Context: an optimization exercise on an open-source flow, tuned for small area. The choices shown serve that exercise and are no tape-out recipe.
Function was checked by simulation only, so behaviour that the tests miss may differ from the original.
Power is estimated from default activity; no workload was simulated.

Setup of run A:
Design lf_biquad, start of the top module:
module lf_biquad (
    input  wire        clk,
    input  wire        rst,
    input  wire        in_valid,
    output wire        in_ready,
    input  wire [31:0] in_x,
    input  wire        in_clear,
    input  wire        in_bypass,
    input  wire [31:0] b0_m,
    input  wire [5:0]  b0_e,
    input  wire [31:0] b1_m,
    input  wire [5:0]  b1_e,
    input  wire [31:0] b2_m,
    input  wire [5:0]  b2_e,
    input  wire [31:0] a1_m,
    input  wire [5:0]  a1_e,
    input  wire [31:0] a2_m,
    input  wire [5:0]  a2_e,
    output reg         out_valid,
    output wire [31:0] out_y,
    output reg         out_sat
);
Size in the first run: roughly 4200 cells after synthesis, ~200 flip-flops, about 260 I/O pins, roughly 35000 µm² of cells after synthesis.
==> flow/config.mk <==
export PLATFORM = sky130hd
export DESIGN_NAME = lf_biquad
export DESIGN_NICKNAME = lf_biquad
export VERILOG_FILES = /design/flow/design.v
export SDC_FILE = /design/flow/constraint.sdc
export NUM_CORES = 4
export LEC_CHECK = 0
export ABC_AREA = 1
export CAP_MARGIN = 20
export CORE_MARGIN = 2
export CORE_UTILIZATION = 40
export CTS_BUF_LIST = sky130_fd_sc_hd__clkbuf_4 sky130_fd_sc_hd__clkbuf_8
export GPL_TIMING_DRIVEN = 0
export SLEW_MARGIN = 20
==> flow/constraint.sdc <==
create_clock -name core_clock -period 27.0 [get_ports {clk}]
set_input_delay 5.4000 -clock core_clock [delete_from_list [all_inputs] [get_ports {clk}]]
set_output_delay 5.4000 -clock core_clock [all_outputs]
set_load 0.01 [all_outputs]
standard.sh (not shown) runs the stock make flow with config.mk's settings and CLKGATE_MAP_FILE= SYNTH_SCRIPT=/design/flow/synth_recipe.tcl, a recipe that flattens the netlist after the stock synthesis.
==> flow/flow/run.sh <==
#!/bin/bash
# Standard layout, with these changes to how it is made:
#  - synthesis runs Yosys's synth with -noabc as well (no early abc -fast before
#    full-adder extraction, so adders keep their polarity);
#  - the final ABC mapping uses flow/abc_area_map.script (amap area-oriented
#    mapping, then gate sizing, no buffering) instead of ORFS's abc_area.script;
#    everything else in synth_recipe.tcl is unchanged, so the registers are the
#    standard ones;
#  - ports are buffered with sky130_fd_sc_hd__buf_1.
set -euo pipefail
W=$(pwd)
ABC="$W/flow/abc_area_map.script"
sed "s#log_cmd abc {\*}\$abc_args#log_cmd abc {*}[lreplace \$abc_args 1 1 $ABC]#" \
    "$FLOW_HOME/scripts/synth.tcl" > my_orfs_synth.tcl
grep -q "abc_area_map.script" my_orfs_synth.tcl
sed "s#synth -nofsm -noshare#synth -nofsm -noshare -noabc#; s#source \$::env(SCRIPTS_DIR)/synth.tcl#source $W/my_orfs_synth.tcl#" \
    synth_recipe.tcl > my_synth.tcl
grep -q "my_orfs_synth.tcl" my_synth.tcl
sed "s#synth_recipe.tcl#my_synth.tcl#g" standard.sh > my_standard.sh
grep -q my_synth.tcl my_standard.sh
export BUFFER_PORTS_ARGS="-buffer_cell sky130_fd_sc_hd__buf_1"
bash my_standard.sh finish > flow_make.log 2>&1
test -f out/final.def
==> flow/flow/abc_area_map.script <==
strash
dch -f
amap -F 40 -A 40
topo
stime -c
upsize -c
dnsize -c
Edits applied to the flow inputs when going from run A to run B:
# run A
export LEC_CHECK = 0
export ABC_AREA = 1
export CAP_MARGIN = 20
export CORE_MARGIN = 2
export CORE_UTILIZATION = 40
export CTS_BUF_LIST = sky130_fd_sc_hd__clkbuf_4 sky130_fd_sc_hd__clkbuf_8
export GPL_TIMING_DRIVEN = 0
export SLEW_MARGIN = 20
create_clock -name core_clock -period 27.0 [get_ports {clk}]
# run B
export LEC_CHECK = 0
export ABC_AREA = 1
export CAP_MARGIN = 0
export CORE_MARGIN = 2
export CORE_UTILIZATION = 55
export CTS_BUF_LIST = sky130_fd_sc_hd__clkbuf_4 sky130_fd_sc_hd__clkbuf_8
export GPL_TIMING_DRIVEN = 0
export SLEW_MARGIN = 0
create_clock -name core_clock -period 27.0 [get_ports {clk}]
- Per the comparison of run B with run A, instance area after placement shrank by about 2.7%, final cell count shrank by 327.
- | run B | all stages done | FAIL | max-capacitance violations, max-slew violations |
- Run B vs run A — combinational cell fraction of total power dropped 0.5 points.
- Final period utilization: run B vs run A up 0.38 points
- Run B: met2 wire length is 6.1% lower than what run A reported.
- Between run A and run B, the flow reports wire length on met1 decreasing slightly.
- Changes observed in run B relative to run A: transition time at the pin with the least slew margin went up; global-route track usage on met1 rose 19 points; static leakage power -0.24 nW.
- The lower core utilization came out of run A.
Input-level comparison between run C and run B:
# run B
export LEC_CHECK = 0
export ABC_AREA = 1
export CAP_MARGIN = 0
export CORE_MARGIN = 2
export CORE_UTILIZATION = 55
export CTS_BUF_LIST = sky130_fd_sc_hd__clkbuf_4 sky130_fd_sc_hd__clkbuf_8
export GPL_TIMING_DRIVEN = 0
export SLEW_MARGIN = 0
create_clock -name core_clock -period 27.0 [get_ports {clk}]
# run C
export LEC_CHECK = 0
export ABC_AREA = 1
export CAP_MARGIN = 0
export CORE_MARGIN = 2
export CORE_UTILIZATION = 40
export CTS_BUF_LIST = sky130_fd_sc_hd__clkbuf_4 sky130_fd_sc_hd__clkbuf_8
export SLEW_MARGIN = 0
create_clock -name core_clock -period 27.0 [get_ports {clk}]
### Flow results
- Run C against run B: x dimension of the die shows an increase of 17%, number of global-route vias before repair moved down, share of cells above drive strength 1 up 0.62 points.
- Re count of clock-buffer cells in the layout: run C is 3 up on run B.
- In summary, run C completed successfully, with a layout that passed the timing, design-rule and antenna checks.
- Run C vs run B, worst max-slew margin expressed relative to the limit went up by 25 points.


## oak
lf_biquad again, from the RTL that the note above started with.
clock: 27.0 ns
lec_check: 0
abc_area: 1
cap_margin: 0
core_margin: 2
core_utilization: 40
cts_buf_list: sky130_fd_sc_hd__clkbuf_4 sky130_fd_sc_hd__clkbuf_8
slew_margin: 0
==> flow/flow/run.sh <==
#!/bin/bash
# Standard layout, with these changes to how it is made:
#  - synthesis runs Yosys's synth with -noabc as well (no early abc -fast before
#    full-adder extraction, so adders keep their polarity);
#  - the final ABC mapping uses flow/abc_area_map.script (amap area-oriented
#    mapping only, no buffering or sizing) instead of ORFS's abc_area.script;
#    everything else in synth_recipe.tcl is unchanged, so the registers are the
#    standard ones;
#  - ports are buffered with sky130_fd_sc_hd__buf_1.
set -euo pipefail
W=$(pwd)
ABC="$W/flow/abc_area_map.script"
sed "s#log_cmd abc {\*}\$abc_args#log_cmd abc {*}[lreplace \$abc_args 1 1 $ABC]#" \
    "$FLOW_HOME/scripts/synth.tcl" > my_orfs_synth.tcl
grep -q "abc_area_map.script" my_orfs_synth.tcl
sed "s#synth -nofsm -noshare#synth -nofsm -noshare -noabc#; s#source \$::env(SCRIPTS_DIR)/synth.tcl#source $W/my_orfs_synth.tcl#" \
    synth_recipe.tcl > my_synth.tcl
grep -q "my_orfs_synth.tcl" my_synth.tcl
sed "s#synth_recipe.tcl#my_synth.tcl#g" standard.sh > my_standard.sh
grep -q my_synth.tcl my_standard.sh
export BUFFER_PORTS_ARGS="-buffer_cell sky130_fd_sc_hd__buf_1"
bash my_standard.sh finish > flow_make.log 2>&1
test -f out/final.def
==> flow/flow/abc_area_map.script <==
strash
dch -f
amap -F 40 -A 40
topo
stime -c
oak finished all stages; the layout is clean.
The following lists how pine was set up differently from oak:
Settings: CAP_MARGIN: 0 -> 20; CTS_BUF_LIST: sky130_fd_sc_hd__clkbuf_4 sky130_fd_sc_hd__clkbuf_8 -> unset; SLEW_MARGIN: 0 -> 20.
-- flow/flow/run.sh --
<<< oak, line 5
#  - the final ABC mapping uses flow/abc_area_map.script (amap area-oriented
#    mapping only, no buffering or sizing) instead of ORFS's abc_area.script;
>>> pine, line 5
#  - the final ABC mapping uses flow/abc_area_nf.script (&nf area-oriented
#    mapping) instead of ORFS's abc_area.script;
<<< oak, line 12
ABC="$W/flow/abc_area_map.script"
>>> pine, line 12
ABC="$W/flow/abc_area_nf.script"
<<< oak, line 15
grep -q "abc_area_map.script" my_orfs_synth.tcl
>>> pine, line 15
grep -q "abc_area_nf.script" my_orfs_synth.tcl
==> flow/flow/abc_area_nf.script (new file) <==
strash
&get -n
&dch -f
&nf -R 1000
&put
topo
stime -c
buffer -c
upsize -c
dnsize -c
removed: flow/flow/abc_area_map.script
Notes after the runs:
Re flip-flop and latch count: no difference whatsoever between oak and pine. From oak to pine the numbers moved as follows: via count lower, combinational share of power went down by 4.9 points, met2 wire length now smaller, reported combinational group power fell about 27%, minimum clock period after layout lost 2.23 ns. pine against oak; average footprint of a synthesized cell is up by a few percent. When the final numbers for oak and pine were put side by side, the internal power contribution turned out to be greater in oak. Measured against each other, oak and pine differ in global-route usage, the higher figure coming from oak. Re clock network fraction of design power: oak and pine aren't equal, and the higher value belongs to pine.
The inputs of birch differ from those of pine as listed below.
Settings: CTS_BUF_LIST now sky130_fd_sc_hd__clkbuf_4 sky130_fd_sc_hd__clkbuf_8, previously not set; GPL_TIMING_DRIVEN now 0, previously not set; SLEW_MARGIN now 0, was 20; CAP_MARGIN now 0, was 20.
-- flow/flow/run.sh --
<<< pine, line 5
#  - the final ABC mapping uses flow/abc_area_nf.script (&nf area-oriented
#    mapping) instead of ORFS's abc_area.script;
>>> birch, line 5
#  - the final ABC mapping uses flow/abc_area_map.script (amap area-oriented
#    mapping, then gate sizing, no buffering) instead of ORFS's abc_area.script;
<<< pine, line 12
ABC="$W/flow/abc_area_nf.script"
>>> birch, line 12
ABC="$W/flow/abc_area_map.script"
<<< pine, line 15
grep -q "abc_area_nf.script" my_orfs_synth.tcl
>>> birch, line 15
grep -q "abc_area_map.script" my_orfs_synth.tcl
==> flow/flow/abc_area_map.script (new file) <==
strash
dch -f
amap -F 40 -A 40
topo
stime -c
upsize -c
dnsize -c
removed: flow/flow/abc_area_nf.script
==> comparison <==
- The final report for birch shows a completed flow and a layout that fails verification, specifically max-capacitance violations, max-slew violations.
- In the metrics for pine and birch, the one carrying the higher routed length per instance is birch.
- Compared pine against birch; setup skew after layout within noise.
- Die area, pine and birch, lower one = birch.
- pine ended up with fa_1 as its cell type of the slowest stage on the worst timing path; birch ended up with a31oi_4.
- Lower minimum hold slack goes to pine over birch.
- Diff pine -> birch | largest incremental delay on the critical path | increase of 0.25 ns
- Comparing pine against birch, there is no change at all in H-tree depth.
- Taking pine as the reference, in birch count of clock-buffer cells in the layout +about 28%; final standard cell count with taps included and fillers excluded increased by 174 relative to the old numbers; total inserted antenna cells rose 1.

-- port drivers added, routing unchanged --
No port has a modelled driver above. Below, the same layouts with a new extraction and two added sets of constraints. Step 1, drivers: a clkbuf_16 drives clk and a buf_2 each remaining input, both assumed. Step 2 times the ports against the registers' clock, not the clock port: input delays grow and output delays shrink by t, the midpoint of the rising clock arrivals with the driver on. a / b / c = ideal ports / drivers / drivers and shift; a / b = the first two.
| run | t (ns) | setup slack, ns | worst data-port slew with drivers (ns) |
|---|---|---|---|
| run A | 0.655 | 1.466 / 1.492 / 0.837 | 0.05 |
| run B | 0.659 | 1.363 / 1.391 / 0.732 | 0.08 |
| run C | 0.665 | 2.701 / 2.729 / 2.065 | 0.09 |
| oak | 0.674 | 2.870 / 2.899 / 2.225 | 0.08 |
| pine | 0.568 | 5.096 / 5.123 / 4.556 | 0.07 |
| birch | 0.659 | 1.268 / 1.292 / 0.633 | 0.04 |
For oak, which loses most, drivers alone change the setup slack by +0.029 ns; drivers and shift together by -0.645 ns.
